From an optimization exercise on the open Yosys and OpenROAD flow, aimed at small area, a short achievable clock period and few clock cycles per item; shortcuts taken in it are not production practice.
Function was checked by simulation only, so behaviour that the tests miss may differ from the original.

==> flow/design.v <==
module aes_sbox (
  input  wire [7:0] a,
  output wire [7:0] y
);
  wire U0, U1, U2, U3, U4, U5, U6, U7;
  assign U0 = a[7];
  assign U1 = a[6];
  assign U2 = a[5];
  assign U3 = a[4];
  assign U4 = a[3];
  assign U5 = a[2];
  assign U6 = a[1];
  assign U7 = a[0];
  wire T1, T2, T3, T4, T5, T6, T7, T8, T9, T10, T11, T12, T13, T14, T15, T16, T17, T18, T19, T20, T21, T22, T23, T24, T25, T26, T27, M1, M2, M3, M4, M5, M6, M7, M8, M9, M10, M11, M12, M13, M14, M15, M16, M17, M18, M19, M20, M21, M22, M23, M24, M25, M26, M27, M28, M29, M30, M31, M32, M33, M34, M35, M36, M37, M38, M39, M40, M41, M42, M43, M44, M45, M46, M47, M48, M49, M50, M51, M52, M53, M54, M55, M56, M57, M58, M59, M60, M61, M62, M63, L0, L1, L2, L3, L4, L5, L6, L7, L8, L9, L10, L11, L12, L13, L14, L15, L16, L17, L18, L19, L20, L21, L22, L23, L24, L25, L26, L27, L28, L29, S0, S1, S2, S3, S4, S5, S6, S7;
  assign T1 = U0 ^ U3;
  assign T2 = U0 ^ U5;
  assign T3 = U0 ^ U6;
  assign T4 = U3 ^ U5;
  assign T5 = U4 ^ U6;
  assign T6 = T1 ^ T5;
  assign T7 = U1 ^ U2;
  assign T8 = U7 ^ T6;
  assign T9 = U7 ^ T7;
  assign T10 = T6 ^ T7;
  assign T11 = U1 ^ U5;
  assign T12 = U2 ^ U5;
  assign T13 = T3 ^ T4;
  assign T14 = T6 ^ T11;
  assign T15 = T5 ^ T11;
  assign T16 = T5 ^ T12;
  assign T17 = T9 ^ T16;
  assign T18 = U3 ^ U7;
  assign T19 = T7 ^ T18;
  assign T20 = T1 ^ T19;
  assign T21 = U6 ^ U7;
  assign T22 = T7 ^ T21;
  assign T23 = T2 ^ T22;
  assign T24 = T2 ^ T10;
  assign T25 = T20 ^ T17;
  assign T26 = T3 ^ T16;
  assign T27 = T1 ^ T12;
  assign M1 = T13 & T6;
  assign M2 = T23 & T8;
  assign M3 = T14 ^ M1;
  assign M4 = T19 & U7;
  assign M5 = M4 ^ M1;
  assign M6 = T3 & T16;
  assign M7 = T22 & T9;
  assign M8 = T26 ^ M6;
  assign M9 = T20 & T17;
  assign M10 = M9 ^ M6;
  assign M11 = T1 & T15;
  assign M12 = T4 & T27;
  assign M13 = M12 ^ M11;
  assign M14 = T2 & T10;
  assign M15 = M14 ^ M11;
  assign M16 = M3 ^ M2;
  assign M17 = M5 ^ T24;
  assign M18 = M8 ^ M7;
  assign M19 = M10 ^ M15;
  assign M20 = M16 ^ M13;
  assign M21 = M17 ^ M15;
  assign M22 = M18 ^ M13;
  assign M23 = M19 ^ T25;
  assign M24 = M22 ^ M23;
  assign M25 = M22 & M20;
  assign M26 = M21 ^ M25;
  assign M27 = M20 ^ M21;
  assign M28 = M23 ^ M25;
  assign M29 = M28 & M27;
  assign M30 = M26 & M24;
  assign M31 = M20 & M23;
  assign M32 = M27 & M31;
  assign M33 = M27 ^ M25;
  assign M34 = M21 & M22;
  assign M35 = M24 & M34;
  assign M36 = M24 ^ M25;
  assign M37 = M21 ^ M29;
  assign M38 = M32 ^ M33;
  assign M39 = M23 ^ M30;
  assign M40 = M35 ^ M36;
  assign M41 = M38 ^ M40;
  assign M42 = M37 ^ M39;
  assign M43 = M37 ^ M38;
  assign M44 = M39 ^ M40;
  assign M45 = M42 ^ M41;
  assign M46 = M44 & T6;
  assign M47 = M40 & T8;
  assign M48 = M39 & U7;
  assign M49 = M43 & T16;
  assign M50 = M38 & T9;
  assign M51 = M37 & T17;
  assign M52 = M42 & T15;
  assign M53 = M45 & T27;
  assign M54 = M41 & T10;
  assign M55 = M44 & T13;
  assign M56 = M40 & T23;
  assign M57 = M39 & T19;
  assign M58 = M43 & T3;
  assign M59 = M38 & T22;
  assign M60 = M37 & T20;
  assign M61 = M42 & T1;
  assign M62 = M45 & T4;
  assign M63 = M41 & T2;
  assign L0 = M61 ^ M62;
  assign L1 = M50 ^ M56;
  assign L2 = M46 ^ M48;
  assign L3 = M47 ^ M55;
  assign L4 = M54 ^ M58;
  assign L5 = M49 ^ M61;
  assign L6 = M62 ^ L5;
  assign L7 = M46 ^ L3;
  assign L8 = M51 ^ M59;
  assign L9 = M52 ^ M53;
  assign L10 = M53 ^ L4;
  assign L11 = M60 ^ L2;
  assign L12 = M48 ^ M51;
  assign L13 = M50 ^ L0;
  assign L14 = M52 ^ M61;
  assign L15 = M55 ^ L1;
  assign L16 = M56 ^ L0;
  assign L17 = M57 ^ L1;
  assign L18 = M58 ^ L8;
  assign L19 = M63 ^ L4;
  assign L20 = L0 ^ L1;
  assign L21 = L1 ^ L7;
  assign L22 = L3 ^ L12;
  assign L23 = L18 ^ L2;
  assign L24 = L15 ^ L9;
  assign L25 = L6 ^ L10;
  assign L26 = L7 ^ L9;
  assign L27 = L8 ^ L10;
  assign L28 = L11 ^ L14;
  assign L29 = L11 ^ L17;
  assign S0 = L6 ^ L24;
  assign S1 = ~(L16 ^ L26);
  assign S2 = ~(L19 ^ L28);
  assign S3 = L6 ^ L21;
  assign S4 = L20 ^ L22;
  assign S5 = L25 ^ L29;
  assign S6 = ~(L13 ^ L27);
  assign S7 = ~(L6 ^ L23);
  assign y = {S0, S1, S2, S3, S4, S5, S6, S7};
endmodule
module aes_cmac256 (
  input  wire         clk,
  input  wire         rst,         
  output wire         in_ready,    
  input  wire         key_valid,
  input  wire [255:0] key,
  input  wire         blk_valid,
  input  wire [127:0] blk_data,
  input  wire         blk_last,
  input  wire [4:0]   blk_len,     
  output reg          tag_valid,
  output wire [127:0] tag
);
  reg [255:0] key_r;      
  reg [127:0] k1;         
  reg [127:0] st;         
  reg [255:0] kw;         
  reg [3:0]   rnd;        
  reg         busy;       
  reg         kstart;     
  reg         is_sub;     
  reg         is_last;    
  wire fin = busy && (rnd == 4'd14);
  wire can_blk = !kstart && (!busy || (fin && !is_last && !is_sub));
  wire can_key = !kstart && (!busy || is_last);
  assign in_ready = key_valid ? can_key : can_blk;
  wire hs_key = key_valid && in_ready;
  wire hs_blk = blk_valid && in_ready;
  assign tag = st;
  function automatic [127:0] dbl(input [127:0] x);
    dbl = {x[126:0], 1'b0} ^ (x[127] ? 128'h87 : 128'h0);
  endfunction
  function automatic [127:0] pad_block(input [127:0] d, input [4:0] len);
    integer i;
    begin
      for (i = 0; i < 16; i = i + 1) begin
        if (i < len)
          pad_block[127-8*i -: 8] = d[127-8*i -: 8];
        else if (i == len)
          pad_block[127-8*i -: 8] = 8'h80;
        else
          pad_block[127-8*i -: 8] = 8'h00;
      end
    end
  endfunction
  wire [127:0] sb;
  genvar g;
  generate
    for (g = 0; g < 16; g = g + 1) begin : g_sbox
      aes_sbox u_sbox (.a(st[127-8*g -: 8]), .y(sb[127-8*g -: 8]));
    end
  endgenerate
  wire [127:0] sr;
  generate
    for (g = 0; g < 16; g = g + 1) begin : g_shift
      localparam integer R = g % 4;
      localparam integer C = g / 4;
      localparam integer SRC = R + 4 * ((C + R) % 4);
      assign sr[127-8*g -: 8] = sb[127-8*SRC -: 8];
    end
  endgenerate
  wire [127:0] rk      = kw[127:0];
  wire [127:0] mid_out;              
  generate
    for (g = 0; g < 4; g = g + 1) begin : g_mix
      aes_mixark u_mix (.c(sr[127-32*g -: 32]), .k(rk[127-32*g -: 32]),
                        .y(mid_out[127-32*g -: 32]));
    end
  endgenerate
  wire [127:0] fin_out = sr ^ rk;    
  wire [31:0] last_w = kw[31:0];
  wire        rot    = rnd[0];     
  wire [31:0] sub_in = rot ? {last_w[23:0], last_w[31:24]} : last_w;
  wire [31:0] sub_out;
  generate
    for (g = 0; g < 4; g = g + 1) begin : g_ksbox
      aes_sbox u_sbox (.a(sub_in[31-8*g -: 8]), .y(sub_out[31-8*g -: 8]));
    end
  endgenerate
  reg [7:0] rcon;
  always @(*) begin
    case (rnd)
      4'd1:  rcon = 8'h01;
      4'd3:  rcon = 8'h02;
      4'd5:  rcon = 8'h04;
      4'd7:  rcon = 8'h08;
      4'd9:  rcon = 8'h10;
      4'd11: rcon = 8'h20;
      4'd13: rcon = 8'h40;
      default: rcon = 8'h00;
    endcase
  end
  wire [31:0] t  = sub_out ^ {rcon, 24'h0};
  wire [31:0] n0 = kw[255:224] ^ t;
  wire [31:0] n1 = kw[223:192] ^ n0;
  wire [31:0] n2 = kw[191:160] ^ n1;
  wire [31:0] n3 = kw[159:128] ^ n2;
  wire         full_blk = (blk_len == 5'd16);
  wire         use_k1   = blk_last && full_blk;
  wire         use_k2   = blk_last && !full_blk;
  wire [127:0] p_blk    = blk_last ? pad_block(blk_data, blk_len) : blk_data;
  wire [127:0] k2       = dbl(k1);
  wire [127:0] mask_r   = (use_k1 ? k1 : 128'h0) ^ (use_k2 ? k2 : 128'h0);
  wire [127:0] in_base  = p_blk ^ key_r[255:128];
  wire         chain_ok = !is_sub && !is_last;
  wire [127:0] chain_v  = fin ? fin_out : (chain_ok ? st : 128'h0);
  wire [127:0] blk_in   = chain_v ^ mask_r ^ in_base;
  wire run = busy && !fin;    
  always @(posedge clk) begin
    tag_valid <= 1'b0;
    if (rst) begin
      busy    <= 1'b0;
      kstart  <= 1'b0;
      is_last <= 1'b1;
    end else begin
      if (hs_key)
        kstart <= 1'b1;
      else if (!busy)
        kstart <= 1'b0;
      busy      <= run || (kstart && !busy) || hs_blk;
      tag_valid <= fin && is_last && !is_sub;
      if (kstart && !busy) begin
        is_sub  <= 1'b1;
        is_last <= 1'b0;
      end else if (hs_blk) begin
        is_sub  <= 1'b0;
        is_last <= blk_last;
      end
    end
  end
  always @(posedge clk) begin
    if (hs_key)
      key_r <= key;
    if (fin && is_sub)
      k1 <= dbl(fin_out);
    if (run) begin
      kw  <= {kw[127:0], n0, n1, n2, n3};
      rnd <= rnd + 4'd1;
    end else begin
      kw  <= key_r;
      rnd <= 4'd1;
    end
    if (run)
      st <= mid_out;
    else if (hs_blk)
      st <= blk_in;
    else if (kstart && !busy)
      st <= key_r[255:128];           
    else if (fin)
      st <= fin_out;
  end
endmodule
module aes_mixark (
  input  wire [31:0] c,    
  input  wire [31:0] k,    
  output wire [31:0] y
);
  function automatic [7:0] xtime(input [7:0] b);
    xtime = {b[6:0], 1'b0} ^ (b[7] ? 8'h1b : 8'h00);
  endfunction
  wire [7:0] a0 = c[31:24], a1 = c[23:16], a2 = c[15:8], a3 = c[7:0];
  assign y[31:24] = xtime(a0) ^ xtime(a1) ^ a1 ^ a2 ^ a3 ^ k[31:24];
  assign y[23:16] = a0 ^ xtime(a1) ^ xtime(a2) ^ a2 ^ a3 ^ k[23:16];
  assign y[15:8]  = a0 ^ a1 ^ xtime(a2) ^ xtime(a3) ^ a3 ^ k[15:8];
  assign y[7:0]   = xtime(a0) ^ a0 ^ a1 ^ a2 ^ xtime(a3) ^ k[7:0];
endmodule
==> flow/standard.sh <==
#!/bin/bash
# synth_recipe.tcl (not shown) runs the flow's synth.tcl, then flattens the netlist and writes it again
# the make line also repeats each setting of config.mk as NAME=value (left out here)
make -C /OpenROAD-flow-scripts/flow DESIGN_CONFIG=/design/flow/config.mk WORK_HOME=/design/flow/orfs CLKGATE_MAP_FILE= SYNTH_SCRIPT=/design/flow/synth_recipe.tcl "${@:-finish}"
==> flow/config.mk <==
export PLATFORM = sky130hd
export DESIGN_NAME = aes_cmac256
export DESIGN_NICKNAME = aes_cmac256
export VERILOG_FILES = /design/flow/design.v
export SDC_FILE = /design/flow/constraint.sdc
export NUM_CORES = 4
export LEC_CHECK = 0
export CAP_MARGIN = 20
export CORE_MARGIN = 2
export CORE_UTILIZATION = 55
export CTS_BUF_LIST = sky130_fd_sc_hd__clkbuf_8
export PLACE_DENSITY = 0.65
export SETUP_SLACK_MARGIN = 3
export SLEW_MARGIN = 20
==> flow/flow/run.sh <==
#!/bin/bash
set -euo pipefail
W=$PWD
F=$W/flow
mkdir -p $W/mysynth

# ORFS's synth.tcl with only the ABC script swapped.
python3 - "$FLOW_HOME/scripts/synth.tcl" "$W/mysynth/synth.tcl" "$F/abc_map.script" <<'PY'
import sys
src, dst, script = sys.argv[1:]
s = open(src).read()
old = "  log_cmd abc {*}$abc_args\n"
assert s.count(old) == 1, "synth.tcl changed"
s = s.replace(old, "  set abc_args [lreplace $abc_args 1 1 %s]\n%s" % (script, old))
# With SYNTH_HIERARCHICAL 1 every module is kept through ABC, so the S-boxes
# and aes_mixark are mapped on their own; synth_recipe.tcl flattens after.
open(dst, "w").write(s)
PY
grep -q 'source $::env(SCRIPTS_DIR)/synth.tcl' synth_recipe.tcl
sed "s#source \$::env(SCRIPTS_DIR)/synth.tcl#source $W/mysynth/synth.tcl#" synth_recipe.tcl > $W/mysynth/synth_recipe.tcl

# standard.sh's make command, with that script, for the synth target only.
line=$(grep '^make ' standard.sh)
line=${line/SYNTH_SCRIPT=$W\/synth_recipe.tcl/SYNTH_SCRIPT=$W/mysynth/synth_recipe.tcl}
line=${line/\"\$\{@:-finish\}\"/synth}
line="$line SYNTH_HIERARCHICAL=1"
grep -q "SYNTH_SCRIPT=$W/mysynth/synth_recipe.tcl" <<< "$line"
echo "$line" > $W/mysynth/make_synth.sh
bash $W/mysynth/make_synth.sh > $W/synth.log 2>&1

export BUFFER_PORTS_ARGS="-buffer_cell sky130_fd_sc_hd__buf_1"
bash standard.sh > $W/layout.log 2>&1
test -f out/final.def
==> flow/flow/abc_map.script <==
strash
&get -n
&fraig -x
&put
scorr
dc2
strash
&get -n
&dch -f
&nf
&put
buffer -c
topo
stime -c
upsize -c
dnsize -c
==> flow/constraint.sdc <==
create_clock -name core_clock -period 9.0 [get_ports {clk}]
set_input_delay 1.8000 -clock core_clock [delete_from_list [all_inputs] [get_ports {clk}]]
set_output_delay 1.8000 -clock core_clock [all_outputs]
set_load 0.01 [all_outputs]
==> impl_metrics.json, run 1 <==
{
  "most_frequent_standard_cell_in_the_layout_excluding_fill_and_tap_cells": "sky130_fd_sc_hd__xnor2_1",
  "final_cell_mix": "1365 x sky130_fd_sc_hd__xnor2_1, 926 x sky130_fd_sc_hd__nand2_1, 707 x sky130_fd_sc_hd__xor2_1, 523 x sky130_fd_sc_hd__buf_1, 513 x sky130_fd_sc_hd__edfxtp_1",
  "critPathRequiredTime_ns": 9.80,
  "async_reset_ff_share_pct": 0,
  "via_count": 54292,
  "detail_route.vias_per_cell": 5.87,
  "top_level_ports": 524,
  "wl_mm": 255,
  "synth_top_family_by_area": "XOR/XNOR gates",
  "row_count": 127,
  "synth.yosys.seq_area_share_pct": 31.3,
  "postRouteAntennaNets": 0,
  "max_clock_freq_mhz": 168,
  "synth_compound_area_share_pct": 11.9,
  "core-area_mm2": 0.119,
  "cts-root-buf": "sky130_fd_sc_hd__clkbuf_8",
  "report.final.setup_viol": 0,
  "finish.utilization_pct": 63.2,
  "muxShareOfSynthArea_pct": 0.849,
  "dp_cells": 8779,
  "pin_count_of_the_biggest_net_entering_global_routing": 173,
  "min_period_ns": 5.94,
  "post_synth_and_or_nand_nor_area_fraction_pct": 11.5,
  "global_route_usage_over_all_layers_pct": 40.2,
  "finalMaxSlewViolations": 0,
  "final.setup_skew_ns": 0.0687,
  "yosys_warning_total": 8,
  "synth-seq-cells": 777,
  "finalNetCount": 7942,
  "path_max_fanout": 7,
  "yosys.area_share.xor_xnor_pct": 39.1,
  "cp_data_arrival_time_ns": 6.74,
  "synth.distinct_cells": 70,
  "drtIter0Drc": 7431,
  "antenna_found_initial": 14,
  "cts_sinks": 777,
  "dp.final_hpwl_mm": 195,
  "synth.avg_cell_area_um2": 9.46,
  "cts_hold_buf": 0,
  "count_of_flip_flops_with_a_built_in_enable_after_synthesis": 513,
  "final.period_utilization_pct": 66.0,
  "io_buffer_count": 523,
  "clkLatencyLatePin_ns": 0.97,
  "areaGrowthSynthToFinish_pct": 14.4,
  "post_drt_wl_per_cell_um": 27.6,
  "status": "finished clean",
  "drive_gt1_share_pct": 16.6,
  "hold_path_startpoint": "kw[40]$_DFF_P_",
  "max_cap_check_violation_count": 0,
  "hold_viol": 0,
  "timing.hold.worst.class": "flop to flop",
  "layoutNonFillerInstCount": 9247,
  "clk_pin_slew_ns": 0.06,
  "die_height_um": 351,
  "r2r-start": "kw[24]$_DFF_P_",
  "clockBufferDepth": 3,
  "synthCells": 6980,
  "cts-buffers-inserted": 145,
  "design.die.area_mm2": 0.123,
  "die_width_um": 351,
  "dominantRegCellSynth": "sky130_fd_sc_hd__edfxtp_1",
  "tritoncts": "built",
  "gp_congestion": 1.01,
  "post_synth_fa_ha_maj_area_fraction_pct": 0.815,
  "drt-pass1-iter-count": 6,
  "kind_of_start_point_of_the_critical_path": "flop",
  "endpoint_kind": "flop",
  "syn_area_mm2": 0.0660,
  "critical_path_source": "kw[24]$_DFF_P_",
  "slew-limit-headroom_pct": 21.8,
  "grt_pass1_wl_mm": 355,
  "grt_pass1_vias": 50560,
  "drcViolationCount": 0,
  "cts_h_tree_lvls": 4,
  "slew_at_the_pin_closest_to_its_max_slew_limit_ns": 1.16,
  "path_class": "flop to flop",
  "initial_utilization_pct": 55.3,
  "rsz_0062_raised_after_global_routing": "yes",
  "tns_ns": 0,
  "gr-total-overflow": 0
}
Yosys cell counts, types with 21 or more instances:
| library cell | instances | share of area, % |
|---|---|---|
| sky130_fd_sc_hd__xnor2_1 | 1527 | 20 |
| sky130_fd_sc_hd__nand2_1 | 928 | 5.3 |
| sky130_fd_sc_hd__xor2_1 | 760 | 10 |
| sky130_fd_sc_hd__edfxtp_1 | 513 | 23 |
| sky130_fd_sc_hd__nor2_1 | 424 | 2.4 |
| sky130_fd_sc_hd__o21ai_0 | 360 | 2.7 |
| sky130_fd_sc_hd__a21oi_1 | 298 | 2.3 |
| sky130_fd_sc_hd__dfxtp_1 | 264 | 8.0 |
| sky130_fd_sc_hd__inv_1 | 191 | 1.1 |
| sky130_fd_sc_hd__clkbuf_1 | 176 | 1.0 |
| sky130_fd_sc_hd__buf_4 | 171 | 1.9 |
| sky130_fd_sc_hd__o21ai_1 | 108 | 0.82 |
| sky130_fd_sc_hd__xor2_2 | 108 | 2.7 |
| sky130_fd_sc_hd__nand3_1 | 104 | 0.79 |
| sky130_fd_sc_hd__a22oi_1 | 102 | 1.2 |
| sky130_fd_sc_hd__a31oi_1 | 100 | 0.95 |
| sky130_fd_sc_hd__nand2_2 | 60 | 0.57 |
| sky130_fd_sc_hd__xnor3_1 | 52 | 1.8 |
| sky130_fd_sc_hd__buf_2 | 44 | 0.33 |
| sky130_fd_sc_hd__xor3_1 | 44 | 1.6 |
| sky130_fd_sc_hd__ha_1 | 43 | 0.81 |
| sky130_fd_sc_hd__and2b_2 | 40 | 0.53 |
| sky130_fd_sc_hd__o221ai_1 | 40 | 0.53 |
| sky130_fd_sc_hd__xnor3_2 | 40 | 1.4 |
| sky130_fd_sc_hd__mux2_2 | 32 | 0.55 |
| sky130_fd_sc_hd__and2_1 | 26 | 0.25 |
| sky130_fd_sc_hd__a22oi_2 | 25 | 0.47 |
| sky130_fd_sc_hd__nand2b_1 | 23 | 0.22 |
| sky130_fd_sc_hd__a2bb2oi_1 | 21 | 0.28 |
kinds of logic (layout without fill, tap and decap cells):
kind of cell,Yosys count,in the layout
XOR/XNOR,2571,2571
buffers and inverters,604,1249
multiplexers,52,52
adder cells (fa/ha/maj),43,43
AND/OR/NAND/NOR,1707,1707
AO/OA/AOI/OAI,1226,1226
other,0,10
flip-flops,777,777
critical path, cell delays in order, from the launching register on:
cell and delay, ns:
sky130_fd_sc_hd__dfxtp_1 0.69, sky130_fd_sc_hd__mux2_2 0.37, sky130_fd_sc_hd__xnor3_2 0.57, sky130_fd_sc_hd__xnor2_2 0.19, sky130_fd_sc_hd__ha_1 0.31, sky130_fd_sc_hd__xnor2_1 0.22
sky130_fd_sc_hd__xnor2_1 0.20, sky130_fd_sc_hd__xnor2_2 0.08, sky130_fd_sc_hd__buf_4 0.17, sky130_fd_sc_hd__a21oi_2 0.15, sky130_fd_sc_hd__nand2b_2 0.19, sky130_fd_sc_hd__o211ai_2 0.15
sky130_fd_sc_hd__xor2_2 0.25, sky130_fd_sc_hd__xor2_2 0.19, sky130_fd_sc_hd__xnor3_1 0.46, sky130_fd_sc_hd__xor3_1 0.42, sky130_fd_sc_hd__xor2_2 0.21, sky130_fd_sc_hd__xnor2_2 0.16
sky130_fd_sc_hd__xnor2_2 0.14, sky130_fd_sc_hd__buf_4 0.17, sky130_fd_sc_hd__xnor2_1 0.22, sky130_fd_sc_hd__xor2_1 0.16, sky130_fd_sc_hd__o21ai_0 0.09
modules after synthesis, one instance, submodules excluded:
module	cell area (um^2)	cells inside	copies in the design
aes_cmac256	37300	3744	1
aes_sbox	1170	132	20
aes_mixark	1360	149	4
area by class of cell:
| class | instances | area [um^2] |
|---|---|---|
| fillers | 10277 | 44000 |
| clock inverters | 101 | 676 |
| repair buffers | 791 | 4210 |
| multi-input cells | 5599 | 44900 |
| diodes | 10 | 25.0 |
| flip-flops and latches | 777 | 20700 |
| clock buffers | 166 | 2280 |
| inverters | 191 | 717 |
| well taps | 1612 | 2020 |
per-layer routing:
layer	vias up	track usage (%)	wire (um)
li1	24208	-	-
met1	26062	56.5	104000
met2	3401	57.1	105000
met3	615	10.2	31500
met4	6	20.0	15000
met5	-	0	39
sequential cells by signal (all words and copies together), names as in the netlist, 4 cells and up:
register	count
k1	128
kw	256
rnd	4
key_r	256
st	128
timing repair:
| action | 4_1_cts | 5_1_grt |
|---|---|---|
| pin swaps | 14 | 73 |
| cloned | 0 | 0 |
| endpoints found under the setup margin | 196 | 186 |
| setup buffers | 23 | 168 |
| resized for setup | 137 | 218 |
worst paths after layout:
path / to / depth (start not counted) / slack [ns]
worst min-delay path: kw[168]$_DFF_P_ / 2 / 0.45
worst max-delay path: kw[26]$_DFF_P_ / 22 / 3.06
worst min register to register: kw[168]$_DFF_P_ / 2 / 0.45
worst max register to register: kw[26]$_DFF_P_ / 22 / 3.06
per-stage QoR:
step	worst slack, ns	instance area, um^2	hold slack (ns)
6_report	3.06	75500	0.447
5_1_grt	2.92	75500	0.481
2_1_floorplan	3.21	66000	0.408
3_3_place_gp	2.13	68400	0.431
3_5_place_dp	2.04	68400	0.438
4_1_cts	2.89	72600	0.453
Testbench counts, summed over its fixed seeds: cycles 10,116, blocks 637.
==> run 2, diff against run 1 <==
--- a/flow/design.v
+++ b/flow/design.v
@@ -234,11 +234,13 @@
       default: rcon = 8'h00;
     endcase
   end
-  wire [31:0] t  = sub_out ^ {rcon, 24'h0};
-  wire [31:0] n0 = kw[255:224] ^ t;
-  wire [31:0] n1 = kw[223:192] ^ n0;
-  wire [31:0] n2 = kw[191:160] ^ n1;
-  wire [31:0] n3 = kw[159:128] ^ n2;
+  wire [31:0] p0 = kw[255:224];
+  wire [31:0] p1 = p0 ^ kw[223:192];
+  wire [31:0] p2 = p1 ^ kw[191:160];
+  wire [31:0] p3 = p2 ^ kw[159:128];
+  wire [31:0] n0, n1, n2, n3;
+  aes_ks_tail u_ks_tail (.s(sub_out), .rcon(rcon), .p({p0, p1, p2, p3}),
+                         .n({n0, n1, n2, n3}));
   wire         full_blk = (blk_len == 5'd16);
   wire         use_k1   = blk_last && full_blk;
   wire         use_k2   = blk_last && !full_blk;
@@ -308,3 +310,12 @@
   assign y[15:8]  = a0 ^ a1 ^ xtime(a2) ^ xtime(a3) ^ a3 ^ k[15:8];
   assign y[7:0]   = xtime(a0) ^ a0 ^ a1 ^ a2 ^ xtime(a3) ^ k[7:0];
 endmodule
+module aes_ks_tail (
+  input  wire [31:0]  s,       
+  input  wire [7:0]   rcon,
+  input  wire [127:0] p,       
+  output wire [127:0] n
+);
+  wire [31:0] t = s ^ {rcon, 24'h0};
+  assign n = p ^ {t, t, t, t};
+endmodule
--- a/flow/flow/run.sh
+++ b/flow/flow/run.sh
@@ -16,8 +16,31 @@
 # and aes_mixark are mapped on their own; synth_recipe.tcl flattens after.
 open(dst, "w").write(s)
 PY
+# The standard synthesis, in a folder of its own, for its register names.
+line=$(grep '^make ' standard.sh)
+ref=${line/WORK_HOME=$W\/orfs/WORK_HOME=$W/refsynth}
+ref=${ref/\"\$\{@:-finish\}\"/synth}
+grep -q "WORK_HOME=$W/refsynth" <<< "$ref"
+echo "$ref" > $W/mysynth/make_refsynth.sh
+bash $W/mysynth/make_refsynth.sh > $W/refsynth.log 2>&1
+python3 - $W/refsynth/results/*/aes_cmac256/base/1_2_yosys.v $W/mysynth/regnames.txt <<'PY'
+import re, sys
+# register instances: name ends in $_<cell type>_
+names = re.findall(r"^\s*sky130_fd_sc_hd__\w+\s+(\\?\S+\$_[A-Z0-9_]+_)\s", open(sys.argv[1]).read(), re.M)
+open(sys.argv[2], "w").write("\n".join(names) + "\n")
+PY
+
 grep -q 'source $::env(SCRIPTS_DIR)/synth.tcl' synth_recipe.tcl
 sed "s#source \$::env(SCRIPTS_DIR)/synth.tcl#source $W/mysynth/synth.tcl#" synth_recipe.tcl > $W/mysynth/synth_recipe.tcl
+python3 - $W/mysynth/synth_recipe.tcl $F/match_names.tcl <<'PY'
+import sys
+p, add = sys.argv[1:]
+s = open(p).read()
+old = "write_verilog -noattr"
+assert s.count(old) == 1
+s = s.replace(old, "source %s\n%s" % (add, old))
+open(p, "w").write(s)
+PY
 
 # standard.sh's make command, with that script, for the synth target only.
 line=$(grep '^make ' standard.sh)
==> flow/flow/match_names.tcl (new file) <==
# Give each register the name the standard synthesis gives it, where the two
# differ only in the $_<cell type>_ suffix Yosys appends (the enable
# polarity it happened to pick). Reads mysynth/regnames.txt.
set f [open [file join [file dirname [info script]] .. mysynth regnames.txt]]
set ref [split [string trim [read $f]] "\n"]
close $f
set by_base [dict create]
foreach n $ref {
  set n [string trimleft $n "\\"]
  regexp {^(.*)\$_[A-Z0-9_]+_$} $n -> base
  dict set by_base $base $n
}
foreach c [split [string trim [tee -q -s result.string select -list t:sky130_fd_sc_hd__*df*]] "\n"] {
  set c [lindex [split $c "/"] end]
  if {![regexp {^(.*)\$_[A-Z0-9_]+_$} $c -> base]} continue
  if {![dict exists $by_base $base]} continue
  set want [dict get $by_base $base]
  if {$want ne $c} {
    puts "register $c takes the standard name $want"
    yosys cd $::env(DESIGN_NAME)
    yosys rename "$c" "$want"
    yosys cd ..
  }
}
==> run 2 against run 1 <==
  * Register-to-register slack better by 0.03 ns
  * Non-clock buffer count is 39 lower
  * Hold slack got worse by 0.028 ns
  * Synthesized cell count rose by 2.8%
  * Clock skew down 0.019 ns
  * Sequential share of layout area down 0.26 points
  * First-iteration DRC count down 10%
  * Critical endpoint is now st[4]$_DFFE_PP_
  * Largest cell class unchanged
  * Highest routed layer unchanged
==> impl_metrics.json, run 2 <==
{
  "status": "finished clean",
  "layoutNonFillerInstCount": 9401,
  "clkLatencyLatePin_ns": 0.94,
  "io_buffer_count": 523,
  "endpoint_kind": "flop",
  "post-route-cell-area_mm2": 0.0762,
  "cts_hold_buf": 0,
  "worst-path-stages": 18,
  "synth_top_family_by_area": "XOR/XNOR gates",
  "top_cell_types_by_occurrence_after_synthesis": "1487 x sky130_fd_sc_hd__xnor2_1, 1119 x sky130_fd_sc_hd__nand2_1, 856 x sky130_fd_sc_hd__xor2_1, 513 x sky130_fd_sc_hd__edfxtp_1, 428 x sky130_fd_sc_hd__nor2_1",
  "post_synth_and_or_nand_nor_area_fraction_pct": 12.3,
  "areaGrowthSynthToFinish_pct": 12.5,
  "yosysMostFrequentCell": "sky130_fd_sc_hd__xnor2_1",
  "critPathRequiredTime_ns": 9.65,
  "fillerInstances": 10631,
  "clockBufferDepth": 3,
  "cell_class_contributing_the_biggest_share_of_worst_path_delay": "XOR/XNOR gates",
  "yosys_warning_total": 8,
  "finish.utilization_pct": 62.4,
  "timing.hold.worst.class": "flop to flop",
  "synth-seq-cells": 777,
  "yosys.area_share.xor_xnor_pct": 40.0,
  "crit_path_top_delay_cell": "sky130_fd_sc_hd__xnor2_2",
  "report.final.setup_viol": 0,
  "tns_ns": 0,
  "reg_top3": "key_r (256), kw (256)",
  "critical_path_source": "st[39]$_DFFE_PP_",
  "dp.final_hpwl_mm": 199,
  "syn_area_mm2": 0.0677,
  "kind_of_start_point_of_the_critical_path": "flop",
  "core-area_mm2": 0.122,
  "yosys.area.top_type": "sky130_fd_sc_hd__edfxtp_1",
  "min_period_ns": 5.91,
  "postRouteAntennaNets": 0,
  "slew_at_the_pin_closest_to_its_max_slew_limit_ns": 1.14,
  "most_frequent_standard_cell_in_the_layout_excluding_fill_and_tap_cells": "sky130_fd_sc_hd__xnor2_1",
  "finalMaxSlewViolations": 0,
  "synth_top_cells_by_area": "sky130_fd_sc_hd__edfxtp_1 23%, sky130_fd_sc_hd__xnor2_1 19%, sky130_fd_sc_hd__xor2_1 11%",
  "muxShareOfSynthArea_pct": 0.827,
  "design.die.area_mm2": 0.126,
  "drcViolationCount": 0,
  "post_synth_fa_ha_maj_area_fraction_pct": 0.794,
  "drtIter0Drc": 6680,
  "row_count": 128,
  "wl_mm": 259,
  "count_of_flip_flops_with_a_built_in_enable_after_synthesis": 513,
  "ff2ff_setup_slack_ns": 3.09,
  "worst_r2r_endpoint": "st[4]$_DFFE_PP_",
  "final.setup_skew_ns": 0.0498,
  "drt-pass1-iter-count": 6,
  "cts-buffers-inserted": 145,
  "async_reset_ff_share_pct": 0,
  "die_width_um": 355,
  "initial_utilization_pct": 55.5,
  "dp_cells": 8994,
  "synth.yosys.seq_area_share_pct": 30.5,
  "global_route_usage_over_all_layers_pct": 40.0,
  "cts_sinks": 777,
  "gp_congestion": 1.04,
  "crit_path_cell_trace": "xor2_4 -> xor2_4 -> xnor2_1 -> ha_1 -> xor2_1 -> xnor3_2 -> nand2_2 -> a2bb2oi_1 -> mux2i_1 -> nand2_2 -> xnor2_4 -> xnor2_1 -> xnor2_2 -> xor2_1 -> xnor2_1 -> xnor3_1 -> nor2_1 -> nor2_1",
  "clk_pin_slew_ns": 0.06,
  "dominantRegCellSynth": "sky130_fd_sc_hd__edfxtp_1",
  "synth.avg_cell_area_um2": 9.44,
  "top_level_ports": 524,
  "synth.distinct_cells": 70,
  "synth_compound_area_share_pct": 10.9,
  "detail_route.vias_per_cell": 5.87,
  "pin_count_of_the_biggest_net_entering_global_routing": 191,
  "slew-limit-headroom_pct": 23.8,
  "max_cap_check_violation_count": 0,
  "path_max_fanout": 6,
  "grt_pass1_vias": 51855,
  "cp-endpoint": "st[4]$_DFFE_PP_",
  "finalNetCount": 8091,
  "post_drt_wl_per_cell_um": 27.6,
  "cp_data_arrival_time_ns": 6.56,
  "gr-total-overflow": 0,
  "reg2reg_depth": 18,
  "path_class": "flop to flop",
  "final_cell_mix": "1351 x sky130_fd_sc_hd__xnor2_1, 1117 x sky130_fd_sc_hd__nand2_1, 834 x sky130_fd_sc_hd__xor2_1, 523 x sky130_fd_sc_hd__buf_1, 513 x sky130_fd_sc_hd__edfxtp_1",
  "antenna_found_initial": 8,
  "max_clock_freq_mhz": 169,
  "drive_gt1_share_pct": 15.0,
  "grt_pass1_wl_mm": 364,
  "crit_path_frequent_cell": "sky130_fd_sc_hd__xnor2_1",
  "via_count": 55138,
  "min_path_cells": 2,
  "synthCells": 7174,
  "placedInstanceArea_mm2": 0.0703,
  "hold_viol": 0,
  "die_height_um": 355,
  "tritoncts": "built",
  "cts-root-buf": "sky130_fd_sc_hd__clkbuf_8",
  "rsz_0062_raised_after_global_routing": "yes",
  "final.period_utilization_pct": 65.6,
  "path_buf_inv": 0,
  "cpPeakStageDelay_ns": 0.58,
  "synthDominantCellAreaShare_pct": 22.7,
  "cts_h_tree_lvls": 4,
  "r2r-start": "st[39]$_DFFE_PP_"
}
run 2: changes by cell type in the layout (fill, tap and decap cells not counted), sizes merged, moves of 5 or more:
cell	previous run	this run
a211oi	37	42
buf	791	752
clkinv	34	43
diode	10	4
inv	245	239
nand2	988	1179
o21ai	468	364
xnor2	1567	1527
xor2	868	964
xor3	44	76
run 2: how the worst min path moves through the flow:
| stage | startpoint | end | slack, ns |
|---|---|---|---|
| after global placement | key_r[17]$_DFFE_PP_ | kw[17]$_DFF_P_ | 0.43 |
| after detailed placement | key_r[17]$_DFFE_PP_ | kw[17]$_DFF_P_ | 0.42 |
| after global routing | key_r[78]$_DFFE_PP_ | kw[78]$_DFF_P_ | 0.43 |
| after floorplan | key_r[120]$_DFFE_PP_ | kw[120]$_DFF_P_ | 0.42 |
| after CTS | key_r[112]$_DFFE_PP_ | kw[112]$_DFF_P_ | 0.40 |
| final | key_r[112]$_DFFE_PP_ | kw[112]$_DFF_P_ | 0.42 |
run 2: layout make-up:
cell class	instances	area, um^2	share of cell area, %
diodes	4	10.0	0.0131
flip-flops and latches	777	20700	27.2
repair buffers	752	3880	5.09
clock buffers	162	2230	2.93
multi-input cells	5788	45900	60.3
inverters	190	713	0.936
well taps	1625	2030	2.67
clock inverters	103	698	0.916
run 2: worst reg2reg max path, stage by stage, from the launching register on:
cell                        delay [ns]
sky130_fd_sc_hd__edfxtp_1         0.53
sky130_fd_sc_hd__xor2_4           0.38
sky130_fd_sc_hd__xor2_4           0.25
sky130_fd_sc_hd__xnor2_1          0.15
sky130_fd_sc_hd__ha_1             0.19
sky130_fd_sc_hd__xor2_1           0.33
sky130_fd_sc_hd__xnor3_2          0.57
sky130_fd_sc_hd__nand2_2          0.17
sky130_fd_sc_hd__a2bb2oi_1        0.32
sky130_fd_sc_hd__mux2i_1          0.38
sky130_fd_sc_hd__nand2_2          0.15
sky130_fd_sc_hd__xnor2_4          0.30
sky130_fd_sc_hd__xnor2_1          0.20
sky130_fd_sc_hd__xnor2_2          0.58
sky130_fd_sc_hd__xor2_1           0.31
sky130_fd_sc_hd__xnor2_1          0.18
sky130_fd_sc_hd__xnor3_1          0.35
sky130_fd_sc_hd__nor2_1           0.19
sky130_fd_sc_hd__nor2_1           0.11
run 2: cell families after synthesis:
kind of cell,count (synthesis)
xor gates and xnor gates,2659
and+or+nand+nor,1906
AOI/OAI and AO/OA,1124
DFF,777
buffers and inverters,612
muxes,52
adders and majority gates,43
other,1
run 2: modules after synthesis, one instance, submodules excluded:
module	flip-flops and latches	times used	cell area, um^2	cells
aes_mixark	0	4	1360	149
aes_ks_tail	0	1	1690	136
aes_cmac256	777	1	37300	3802
aes_sbox	0	20	1170	132
run 2: through the flow:
stage / setup WS (ns) / hold slack, ns
global route: 2.92 / 0.434
floorplan: 3.56 / 0.415
CTS: 2.94 / 0.400
finish: 3.09 / 0.419
detailed placement: 2.56 / 0.421
global placement: 2.48 / 0.429
run 2: what timing repair did:
action / CTS / global route
pin swaps: 3 / 33
resized for setup: 81 / 173
setup endpoints to repair: 115 / 235
buffers inserted: 25 / 113
run 2: layer usage:
metal / up-vias / track usage [%] / part of all wire, %
li1: 24619 / - / -
met1: 26528 / 54.9 / 40
met2: 3388 / 58.7 / 42
met3: 597 / 9.36 / 12
met4: 6 / 20.6 / 6.1
met5: - / 0 / 0.016
Testbench counts of run 2, summed over its fixed seeds: cycles 10,116, blocks 637.
==> run 3, diff against run 2 <==
--- a/flow/config.mk
+++ b/flow/config.mk
@@ -10,5 +10,5 @@
 export CORE_UTILIZATION = 55
 export CTS_BUF_LIST = sky130_fd_sc_hd__clkbuf_8
 export PLACE_DENSITY = 0.65
-export SETUP_SLACK_MARGIN = 3
+export SETUP_SLACK_MARGIN = 3.25
 export SLEW_MARGIN = 20
==> run 3 against run 2 <==
  * Routed wire length increased by 1.7%
  * Hold slack improved by 0.0050 ns
  * Maximum frequency increased by 3.7%
  * Clock skew decreased by 0.0036 ns
  * Sequential share of layout area decreased by 1.0 points
  * Design area increased by 4.0%
  * Register-to-register slack improved by 0.21 ns
  * Critical endpoint is now st[2]$_DFFE_PP_
  * Die area unchanged
  * Non-clock buffer count increased by 165
  * Sequential cell count unchanged
  * Still clean
==> impl_metrics.json, run 3 <==
{
  "status": "finished clean",
  "finalNetCount": 8256,
  "cell_class_contributing_the_biggest_share_of_worst_path_delay": "XOR/XNOR gates",
  "hold_viol": 0,
  "final_cell_mix": "1266 x sky130_fd_sc_hd__xnor2_1, 1117 x sky130_fd_sc_hd__nand2_1, 792 x sky130_fd_sc_hd__xor2_1, 523 x sky130_fd_sc_hd__buf_1, 513 x sky130_fd_sc_hd__edfxtp_1",
  "top_cell_types_by_occurrence_after_synthesis": "1487 x sky130_fd_sc_hd__xnor2_1, 1119 x sky130_fd_sc_hd__nand2_1, 856 x sky130_fd_sc_hd__xor2_1, 513 x sky130_fd_sc_hd__edfxtp_1, 428 x sky130_fd_sc_hd__nor2_1",
  "design.die.area_mm2": 0.126,
  "path_max_fanout": 5,
  "reg_top3": "key_r (256), kw (256)",
  "cts-root-buf": "sky130_fd_sc_hd__clkbuf_8",
  "crit_path_top_delay_cell": "sky130_fd_sc_hd__xor3_2",
  "drt-pass1-iter-count": 6,
  "wl_mm": 264,
  "drcViolationCount": 0,
  "min_period_ns": 5.69,
  "final.setup_skew_ns": 0.0462,
  "core-area_mm2": 0.122,
  "cts_hold_buf": 0,
  "final.period_utilization_pct": 63.3,
  "count_of_flip_flops_with_a_built_in_enable_after_synthesis": 513,
  "slew_at_the_pin_closest_to_its_max_slew_limit_ns": 1.19,
  "clk_pin_slew_ns": 0.06,
  "grt_pass1_vias": 52389,
  "path_buf_inv": 2,
  "syn_area_mm2": 0.0677,
  "antenna_found_initial": 12,
  "most_frequent_standard_cell_in_the_layout_excluding_fill_and_tap_cells": "sky130_fd_sc_hd__xnor2_1",
  "synthCells": 7174,
  "drtIter0Drc": 7160,
  "cp_data_arrival_time_ns": 6.32,
  "synth.distinct_cells": 70,
  "clockBufferDepth": 3,
  "die_height_um": 355,
  "grt.met1_usage_pct": 54.9,
  "top_usage_layer": "met2",
  "die_width_um": 355,
  "dp.final_hpwl_mm": 199,
  "critPathRequiredTime_ns": 9.63,
  "detail_route.vias_per_cell": 5.87,
  "row_count": 128,
  "rsz_0062_raised_after_global_routing": "yes",
  "async_reset_ff_share_pct": 0,
  "synth.avg_cell_area_um2": 9.44,
  "post_drt_wl_per_cell_um": 27.6,
  "synth.yosys.seq_area_share_pct": 30.5,
  "postRouteAntennaNets": 0,
  "pin_count_of_the_biggest_net_entering_global_routing": 191,
  "max_clock_freq_mhz": 176,
  "gp_congestion": 1.04,
  "cpPeakStageDelay_ns": 0.56,
  "timing.hold.worst.class": "flop to flop",
  "path_class": "flop to flop",
  "dominantRegCellSynth": "sky130_fd_sc_hd__edfxtp_1",
  "crit_path_frequent_cell": "sky130_fd_sc_hd__xor2_4",
  "grt_use_met3_pct": 9.98,
  "grt_pass1_wl_mm": 367,
  "tns_ns": 0,
  "max_cap_check_violation_count": 0,
  "report.final.setup_viol": 0,
  "via_count": 56128,
  "gr-total-overflow": 0,
  "clkLatencyLatePin_ns": 0.93,
  "global_route_usage_over_all_layers_pct": 40.3,
  "tritoncts": "built",
  "kind_of_start_point_of_the_critical_path": "flop",
  "finalMaxSlewViolations": 0,
  "grt_util_met2_pct": 59.0,
  "endpoint_kind": "flop",
  "slew-limit-headroom_pct": 20.8,
  "top_level_ports": 524,
  "initial_utilization_pct": 55.5,
  "yosys.area.top_type": "sky130_fd_sc_hd__edfxtp_1",
  "synthDominantCellAreaShare_pct": 22.7,
  "yosysMostFrequentCell": "sky130_fd_sc_hd__xnor2_1",
  "cts_h_tree_lvls": 4,
  "cts-buffers-inserted": 145,
  "drive_gt1_share_pct": 18.9,
  "crit_path_cell_trace": "xor2_4 -> xor2_4 -> xnor2_1 -> ha_1 -> xor2_2 -> xnor3_2 -> buf_4 -> nand2_2 -> a2bb2oi_4 -> mux2i_2 -> nand2_2 -> xnor2_4 -> buf_12 -> xor2_4 -> xor3_2 -> xnor2_2 -> xnor2_2 -> xnor2_1 -> nor2_2 -> a31oi_1",
  "yosys_warning_total": 8,
  "cts_sinks": 777,
  "synth-seq-cells": 777,
  "areaGrowthSynthToFinish_pct": 16.9,
  "io_buffer_count": 523,
  "synth_top_cells_by_area": "sky130_fd_sc_hd__edfxtp_1 23%, sky130_fd_sc_hd__xnor2_1 19%, sky130_fd_sc_hd__xor2_1 11%"
}
run 3: cell types whose count changed in the layout (fill, tap and decap cells not counted), sizes merged:
| cell | before | now |
|---|---|---|
| buf | 752 | 917 |
| diode | 4 | 7 |
run 3: path summary, 6_finish.rpt:
check	start	end	slack, ns	cells past startpoint
max	st[75]$_DFFE_PP_	st[2]$_DFFE_PP_	3.31	20
min	key_r[112]$_DFFE_PP_	kw[112]$_DFF_P_	0.42	2
max reg2reg	st[75]$_DFFE_PP_	st[2]$_DFFE_PP_	3.31	20
min reg2reg	key_r[112]$_DFFE_PP_	kw[112]$_DFF_P_	0.42	2
run 3: tightest hold or removal path, stage by stage, from the launching register on:
cell,delay (ns)
sky130_fd_sc_hd__edfxtp_1,0.33
sky130_fd_sc_hd__nand2_1,0.05
sky130_fd_sc_hd__nand2_1,0.06
run 3: layout make-up:
class                      count  area (um^2)
sequential                   777        20700
inverter                     190          713
antenna                        7         17.5
clock buffer                 162         2230
timing repair buffer         917         5270
multi-input combinational   5788        47600
tap                         1625         2030
clock inverter               103          698
fill                       10249        42800
run 3: timing repair:
action                                  CTS  global route
buffers inserted                         82           220
endpoints found under the setup margin  233           253
gates resized for setup                 203           267
pin swaps                                26           128
run 3: logic make-up after synthesis:
logic type	share of synthesized area, %
compound gates	10.9
xor+xnor	40.0
fa+ha+maj	0.794
buf+inv	4.59
flops	30.5
mux	0.827
other cells	0.00554
simple gates	12.3
run 3: metrics by stage:
stage | setup WS [ns] | area, um^2 | instances | utilization, % | hold slack (ns)
floorplan | 3.56 | 67800 | 7177 | - | 0.415
global placement | 2.48 | 70300 | 8994 | 57.6 | 0.429
detailed placement | 2.56 | 70300 | 8994 | 57.6 | 0.421
CTS | 3.16 | 75400 | 9341 | 61.8 | 0.400
global route | 3.13 | 79200 | 9565 | 64.9 | 0.434
finish | 3.31 | 79200 | 9569 | 64.9 | 0.424
run 3: layer usage:
metal | routed length [um] | vias up
li1 | - | 24919
met1 | 103000 | 27008
met2 | 111000 | 3496
met3 | 32400 | 695
met4 | 17000 | 10
met5 | 60 | -
run 3: Yosys stat by module, one instance, submodules excluded:
module       copies in the design  cells inside
aes_sbox                       20           132
aes_cmac256                     1          3802
aes_mixark                      4           149
aes_ks_tail                     1           136
==> run 4, diff against run 3 <==
==> flow/flow/abc_map.script (replaced) <==
strash
&get -n
&fraig -x
&put
scorr
dc2
strash
&get -n
&dch -f
&nf -R 1000
&put
buffer -c
topo
upsize -c
dnsize -c
==> run 4 against run 3 <==
  * Cell count barely moved
  * First-iteration DRC count decreased by 2.3%
  * Critical path depth rose by 2
  * Largest cell class unchanged
  * Core utilization up 0.20 points
==> impl_metrics.json, run 4 <==
{
  "detail_route.vias_per_cell": 5.75,
  "finalNetCount": 8346,
  "io_buffer_count": 523,
  "gp_congestion": 1.03,
  "report.final.setup_viol": 0,
  "critPathRequiredTime_ns": 9.74,
  "fillerInstances": 9952,
  "final.period_utilization_pct": 62.8,
  "clk_pin_slew_ns": 0.07,
  "final_cell_mix": "1431 x sky130_fd_sc_hd__xnor2_1, 1244 x sky130_fd_sc_hd__nand2_1, 715 x sky130_fd_sc_hd__xor2_1, 523 x sky130_fd_sc_hd__buf_1, 513 x sky130_fd_sc_hd__edfxtp_1",
  "synth.distinct_cells": 53,
  "global_route_usage_over_all_layers_pct": 39.7,
  "clkLatencyLatePin_ns": 0.92,
  "syn_area_mm2": 0.0657,
  "hold_viol": 0,
  "synth.yosys.seq_area_share_pct": 31.5,
  "synth.avg_cell_area_um2": 9.03,
  "synthDominantCellAreaShare_pct": 23.4,
  "die_width_um": 350,
  "finalMaxSlewViolations": 0,
  "drt-pass1-iter-count": 8,
  "yosys.area.top_type": "sky130_fd_sc_hd__edfxtp_1",
  "endpoint_kind": "flop",
  "cts-buffers-inserted": 144,
  "reg_top3": "key_r (256), kw (256)",
  "cts_h_tree_lvls": 4,
  "synthCells": 7279,
  "row_count": 126,
  "top_cell_types_by_occurrence_after_synthesis": "1663 x sky130_fd_sc_hd__xnor2_1, 1248 x sky130_fd_sc_hd__nand2_1, 768 x sky130_fd_sc_hd__xor2_1, 513 x sky130_fd_sc_hd__edfxtp_1, 485 x sky130_fd_sc_hd__nor2_1",
  "dominantRegCellSynth": "sky130_fd_sc_hd__edfxtp_1",
  "wl_mm": 253,
  "final.setup_skew_ns": 0.0476,
  "postRouteAntennaNets": 0,
  "tns_ns": 0,
  "min_period_ns": 5.65,
  "tritoncts": "built",
  "slew_at_the_pin_closest_to_its_max_slew_limit_ns": 1.22,
  "areaGrowthSynthToFinish_pct": 17.1,
  "status": "finished clean",
  "yosysMostFrequentCell": "sky130_fd_sc_hd__xnor2_1",
  "kind_of_start_point_of_the_critical_path": "flop",
  "cts_sinks": 777,
  "cts_hold_buf": 0,
  "cp_data_arrival_time_ns": 6.39,
  "most_frequent_standard_cell_in_the_layout_excluding_fill_and_tap_cells": "sky130_fd_sc_hd__xnor2_1",
  "hold_path_startpoint": "key_r[127]$_DFFE_PP_",
  "r2r-start": "st[116]$_DFFE_PP_",
  "cts-root-buf": "sky130_fd_sc_hd__clkbuf_8",
  "clockBufferDepth": 3,
  "final-seq-area_mm2": 0.0207,
  "slew-limit-headroom_pct": 18.6,
  "antenna_found_initial": 10,
  "drtIter0Drc": 6997,
  "path_class": "flop to flop",
  "async_reset_ff_share_pct": 0,
  "drcViolationCount": 0,
  "design.die.area_mm2": 0.122,
  "count_of_flip_flops_with_a_built_in_enable_after_synthesis": 513,
  "timing.hold.worst.class": "flop to flop",
  "critical_path_source": "st[116]$_DFFE_PP_",
  "path_max_fanout": 5,
  "multi_input_area_mm2": 0.0455,
  "top_level_ports": 524,
  "yosys_warning_total": 8,
  "post_drt_wl_per_cell_um": 26.4,
  "via_count": 54993,
  "core-area_mm2": 0.118,
  "synth-seq-cells": 777,
  "drive_gt1_share_pct": 17.4,
  "pin_count_of_the_biggest_net_entering_global_routing": 183,
  "rsz_0062_raised_after_global_routing": "yes",
  "synth_top_cells_by_area": "sky130_fd_sc_hd__edfxtp_1 23%, sky130_fd_sc_hd__xnor2_1 22%, sky130_fd_sc_hd__xor2_1 10%",
  "die_height_um": 350,
  "grt_pass1_wl_mm": 352,
  "max_cap_check_violation_count": 0,
  "grt_pass1_vias": 51459,
  "gr-total-overflow": 0,
  "dp.final_hpwl_mm": 191,
  "initial_utilization_pct": 55.6,
  "max_clock_freq_mhz": 177
}
-- run 4: logic make-up (layout without fill, tap and decap cells) --
| kind of cell | after synthesis | in the layout | share of synthesized area [%] |
|---|---|---|---|
| DFF | 777 | 777 | 31.5 |
| other | 1 | 6 | 0.00570 |
| AOI/OAI and AO/OA | 937 | 937 | 8.33 |
| buffers and inverters | 639 | 1389 | 4.78 |
| xor gates and xnor gates | 2742 | 2742 | 40.4 |
| and+or+nand+nor | 2088 | 2088 | 13.2 |
| muxes | 52 | 52 | 1.00 |
| adders and majority gates | 43 | 43 | 0.818 |
-- run 4: final cells by class --
cell class / count / area share [%]
well taps: 1536 / 2.50
inverters: 230 / 1.12
diodes: 5 / 0.0163
repair buffers: 893 / 6.64
flip-flops and latches: 777 / 26.9
multi-input cells: 5863 / 59.1
clock buffers: 165 / 2.95
clock inverters: 101 / 0.821
-- run 4: per-stage QoR --
step / util, % / instances / hold slack, ns / setup slack, ns / instance area [um^2]
floorplan: - / 7279 / 0.415 / 3.63 / 65700
global placement: 57.7 / 9014 / 0.428 / 2.26 / 68200
detailed placement: 57.8 / 9017 / 0.428 / 2.40 / 68300
CTS: 61.4 / 9327 / 0.446 / 3.10 / 72600
global route: 65.1 / 9567 / 0.471 / 3.11 / 77000
finish: 65.1 / 9570 / 0.442 / 3.35 / 77000
-- run 4: worst max-delay path, stage by stage (launching register included) --
cell and delay (ns):
sky130_fd_sc_hd__edfxtp_1 0.57, sky130_fd_sc_hd__xor2_4 0.27, sky130_fd_sc_hd__xor2_4 0.23, sky130_fd_sc_hd__xnor2_1 0.28
sky130_fd_sc_hd__inv_1 0.08, sky130_fd_sc_hd__ha_1 0.24, sky130_fd_sc_hd__xor2_2 0.21, sky130_fd_sc_hd__xnor2_1 0.28
sky130_fd_sc_hd__xnor2_2 0.15, sky130_fd_sc_hd__buf_4 0.16, sky130_fd_sc_hd__nor2_1 0.20, sky130_fd_sc_hd__o22a_1 0.23
sky130_fd_sc_hd__nand2_1 0.12, sky130_fd_sc_hd__xnor2_1 0.29, sky130_fd_sc_hd__xor2_1 0.28, sky130_fd_sc_hd__xor2_1 0.14
sky130_fd_sc_hd__xnor2_2 0.50, sky130_fd_sc_hd__xor2_2 0.26, sky130_fd_sc_hd__xnor2_1 0.36, sky130_fd_sc_hd__xnor2_1 0.13
sky130_fd_sc_hd__xnor2_1 0.28, sky130_fd_sc_hd__nor2_1 0.09, sky130_fd_sc_hd__nor2_1 0.12
-- run 4: modules after synthesis, one instance, submodules excluded --
module,copies in the design,flops+latches,cells inside
aes_mixark,4,0,153
aes_cmac256,1,777,3811
aes_sbox,20,0,136
aes_ks_tail,1,0,136
-- run 4: what timing repair did --
action                     CTS  global route
setup endpoints to repair  147           236
pin swaps                   29           127
gates cloned                 0             0
resized for setup          119           282
setup buffers               44           238
-- run 4: final timing paths --
path / endpoint / slack (ns) / depth (start not counted)
setup / recovery: st[4]$_DFFE_PP_ / 3.35 / 22
hold / removal: kw[127]$_DFF_P_ / 0.44 / 2
setup reg to reg: st[4]$_DFFE_PP_ / 3.35 / 22
hold reg to reg: kw[127]$_DFF_P_ / 0.44 / 2
-- run 4: routing by layer --
layer  share of wire (%)  global-route usage, %
met5               0.025                      0
met4                 6.6                   22.2
met3                  12                   9.78
met2                  42                   58.3
met1                  39                   53.6
==> run 5, diff against run 4 <==
--- a/flow/config.mk
+++ b/flow/config.mk
@@ -10,5 +10,5 @@
 export CORE_UTILIZATION = 55
 export CTS_BUF_LIST = sky130_fd_sc_hd__clkbuf_8
 export PLACE_DENSITY = 0.65
-export SETUP_SLACK_MARGIN = 3.25
+export SETUP_SLACK_MARGIN = 3
 export SLEW_MARGIN = 20
==> run 5 against run 4 <==
  * Hold slack worse by 0.0011 ns
  * Critical path type unchanged
  * Die area unchanged
  * Still clean
  * Maximum frequency down 3.8%
  * Highest routed layer unchanged
  * Global-route usage down 0.22 points
  * Cell count down 1.5%
  * Largest cell class unchanged
  * Sequential cell count unchanged
  * Sequential share of layout area up 1.0 points
==> impl_metrics.json, run 5 <==
{
  "status": "finished clean",
  "r2r-start": "rnd[0]$_SDFF_PN1_",
  "crit_path_top_delay_cell": "sky130_fd_sc_hd__xnor2_2",
  "final-seq-area_mm2": 0.0207,
  "path_class": "flop to flop",
  "hold_path_startpoint": "key_r[125]$_DFFE_PP_",
  "areaGrowthSynthToFinish_pct": 12.9,
  "timing.hold.worst.class": "flop to flop",
  "pre_cts_slack_ns": 2.40,
  "gp_congestion": 1.03,
  "die_width_um": 350,
  "hold_viol": 0,
  "report.final.setup_viol": 0,
  "slew_at_the_pin_closest_to_its_max_slew_limit_ns": 1.22,
  "grt_pass1_vias": 51176,
  "synth_top_cells_by_area": "sky130_fd_sc_hd__edfxtp_1 23%, sky130_fd_sc_hd__xnor2_1 22%, sky130_fd_sc_hd__xor2_1 10%",
  "async_reset_ff_share_pct": 0,
  "path_max_fanout": 37,
  "tns_ns": 0,
  "grt_util_met2_pct": 57.4,
  "die_height_um": 350,
  "yosys.area.top_type": "sky130_fd_sc_hd__edfxtp_1",
  "synth-seq-cells": 777,
  "max_clock_freq_mhz": 170,
  "min_period_ns": 5.87,
  "reg2reg_depth": 20,
  "worst_r2r_endpoint": "kw[21]$_DFF_P_",
  "grt_use_met3_pct": 10.1,
  "tritoncts": "built",
  "drtIter0Drc": 6480,
  "synth.yosys.seq_area_share_pct": 31.5,
  "grt_pass1_wl_mm": 350,
  "cpPeakStageDelay_ns": 0.79,
  "via_count": 53929,
  "slew-limit-headroom_pct": 18.4,
  "clockBufferDepth": 3,
  "global_route_usage_over_all_layers_pct": 39.5,
  "drt-pass1-iter-count": 6,
  "hold_slack_ns": 0.441,
  "critPathRequiredTime_ns": 9.84,
  "clkLatencyLatePin_ns": 0.92,
  "top_cell_types_by_occurrence_after_synthesis": "1663 x sky130_fd_sc_hd__xnor2_1, 1248 x sky130_fd_sc_hd__nand2_1, 768 x sky130_fd_sc_hd__xor2_1, 513 x sky130_fd_sc_hd__edfxtp_1, 485 x sky130_fd_sc_hd__nor2_1",
  "dominantRegCellSynth": "sky130_fd_sc_hd__edfxtp_1",
  "gr-total-overflow": 0,
  "final.period_utilization_pct": 65.3,
  "multi_input_area_mm2": 0.0439,
  "worstHoldEndpoint": "kw[125]$_DFF_P_",
  "synth.avg_cell_area_um2": 9.03,
  "cell_class_contributing_the_biggest_share_of_worst_path_delay": "XOR/XNOR gates",
  "final.setup_skew_ns": 0.0491,
  "detail_route.vias_per_cell": 5.72,
  "crit_path_cell_trace": "buf_6 -> mux2_2 -> xor2_2 -> xor2_2 -> xnor2_1 -> inv_1 -> ha_1 -> xor2_2 -> xnor2_1 -> nand2_1 -> a21oi_2 -> nor2_1 -> nand2_1 -> xor2_2 -> xor2_1 -> xnor2_1 -> xnor2_2 -> xor2_1 -> nand2_1 -> nand2_1",
  "synthDominantCellAreaShare_pct": 23.4,
  "path_buf_inv": 2,
  "reg_top3": "key_r (256), kw (256)",
  "row_count": 126,
  "most_frequent_standard_cell_in_the_layout_excluding_fill_and_tap_cells": "sky130_fd_sc_hd__xnor2_1",
  "cts_h_tree_lvls": 4,
  "kind_of_start_point_of_the_critical_path": "flop",
  "yosys_warning_total": 8,
  "rsz_0062_raised_after_global_routing": "yes",
  "endpoint_kind": "flop",
  "drcViolationCount": 0,
  "min_path_cells": 2,
  "cts-buffers-inserted": 144,
  "clk_pin_slew_ns": 0.06,
  "ff2ff_setup_slack_ns": 3.13,
  "io_buffer_count": 523,
  "syn_area_mm2": 0.0657,
  "postRouteAntennaNets": 0,
  "cp_data_arrival_time_ns": 6.72,
  "cts_sinks": 777,
  "drive_gt1_share_pct": 14.1,
  "core-area_mm2": 0.118,
  "cts-root-buf": "sky130_fd_sc_hd__clkbuf_8",
  "wl_mm": 249,
  "pin_count_of_the_biggest_net_entering_global_routing": 183,
  "count_of_flip_flops_with_a_built_in_enable_after_synthesis": 513,
  "cts_hold_buf": 0,
  "finalNetCount": 8198,
  "antenna_found_initial": 11,
  "dp.final_hpwl_mm": 191,
  "top_usage_layer": "met2",
  "worst_slack_ns": 3.13,
  "synth.distinct_cells": 53,
  "top_level_ports": 524,
  "yosysMostFrequentCell": "sky130_fd_sc_hd__xnor2_1",
  "initial_utilization_pct": 55.6,
  "post_drt_wl_per_cell_um": 26.4,
  "synthCells": 7279,
  "final_cell_mix": "1511 x sky130_fd_sc_hd__xnor2_1, 1244 x sky130_fd_sc_hd__nand2_1, 758 x sky130_fd_sc_hd__xor2_1, 523 x sky130_fd_sc_hd__buf_1, 513 x sky130_fd_sc_hd__edfxtp_1",
  "design.die.area_mm2": 0.122,
  "finalMaxSlewViolations": 0,
  "fillerInstances": 10286,
  "max_cap_check_violation_count": 0,
  "grt.met1_usage_pct": 53.2
}
run 5: cell counts after synthesis:
Identical to the previous run, type by type.
run 5: worst max-delay path by stage:
stage,from,endpoint,slack (ns),cells past startpoint
global route,st[41]$_DFFE_PP_,st[108]$_DFFE_PP_,2.79,23
finish,rnd[0]$_SDFF_PN1_,kw[21]$_DFF_P_,3.13,20
detailed placement,st[9]$_DFFE_PP_,st[76]$_DFFE_PP_,2.40,20
CTS,st[101]$_DFFE_PP_,st[76]$_DFFE_PP_,2.95,20
global placement,st[41]$_DFFE_PP_,st[107]$_DFFE_PP_,2.26,21
floorplan,key_valid,st[0]$_DFFE_PP_,3.63,7
run 5: modules after synthesis, one instance, submodules excluded:
module / flip-flops and latches / cells inside
aes_ks_tail: 0 / 136
aes_mixark: 0 / 153
aes_cmac256: 777 / 3811
aes_sbox: 0 / 136
run 5: cell families (layout without fill, tap and decap cells):
group | after synthesis | in the layout | share of synthesized area [%]
xor+xnor | 2742 | 2742 | 40.4
simple gates | 2088 | 2088 | 13.2
compound gates | 937 | 937 | 8.33
flops | 777 | 777 | 31.5
buf+inv | 639 | 1241 | 4.78
mux | 52 | 52 | 1.00
fa+ha+maj | 43 | 43 | 0.818
other cells | 1 | 6 | 0.00570
run 5: worst min-delay path: cells and delay by family, from the launching register on:
| kind | cells | cell delay, ns |
|---|---|---|
| DFF | 1 | 0.32 |
| and+or+nand+nor | 2 | 0.10 |
run 5: layer usage:
layer | share of wire [%] | wire, um
met4 | 6.9 | 17100
met1 | 40 | 98700
met2 | 42 | 104000
met5 | 0.027 | 68
met3 | 12 | 28900
run 5: layout make-up:
cell class | count | share of cell area (%)
Tap cell | 1536 | 2.59
Sequential cell | 777 | 27.9
Timing Repair Buffer | 745 | 5.27
Inverter | 230 | 1.16
Multi-Input combinational cell | 5863 | 59.2
Clock buffer | 165 | 3.06
Clock inverter | 101 | 0.852
Antenna cell | 5 | 0.0169
run 5: per-stage QoR:
stage | utilization, % | area (um^2) | instances
finish | 62.8 | 74200 | 9422
global route | 62.7 | 74200 | 9419
CTS | 60.7 | 71700 | 9295
detailed placement | 57.8 | 68300 | 9017
global placement | 57.7 | 68200 | 9014
floorplan | - | 65700 | 7279
run 5: what timing repair did:
action | in CTS | in global routing
pin swaps | 4 | 44
buffers inserted | 12 | 122
setup endpoints to repair | 55 | 175
resized for setup | 42 | 166
cloned | 0 | 0

==> separate check: timing with driven ports <==
The flow's constraints put no driver on any port. The routed layouts listed below were extracted and timed again, unchanged, in two steps. Step 1 (the two cells are an assumption about what drives the block):
set clk [get_ports {clk}]
set_driving_cell -lib_cell sky130_fd_sc_hd__clkbuf_16 $clk
set_driving_cell -lib_cell sky130_fd_sc_hd__buf_2 [delete_from_list [all_inputs] $clk]
Step 2 moves the port delays by t, midway between the first and last clock arrival at a register: inputs arrive t later, outputs are due t later. That takes back most of the time a late clock gives input paths. a / b / c = ideal ports / drivers / drivers and shift; a / b = the first two.
| run | shift t [ns] | slack for setup (ns) | worst hold slack (ns) | slew at the worst register clock pin (ns) |
|---|---|---|---|---|
| run 1 | 1.014 | 3.061 / 3.061 / 3.061 | 0.447 / 0.447 / 0.447 | 0.08 / 0.08 |
| run 2 | 0.997 | 3.095 / 3.095 / 3.095 | 0.419 / 0.419 / 0.419 | 0.08 / 0.08 |
| run 3 | 0.980 | 3.307 / 3.307 / 3.307 | 0.424 / 0.424 / 0.424 | 0.07 / 0.07 |
| run 4 | 0.969 | 3.347 / 3.347 / 3.279 | 0.442 / 0.442 / 0.442 | 0.08 / 0.08 |
| run 5 | 0.973 | 3.126 / 3.126 / 3.126 | 0.441 / 0.441 / 0.441 | 0.08 / 0.08 |
After both steps setup and hold are still met in every run listed. For run 4, which loses most, drivers alone change the setup slack by 0.000 ns; drivers and shift together by -0.068 ns.
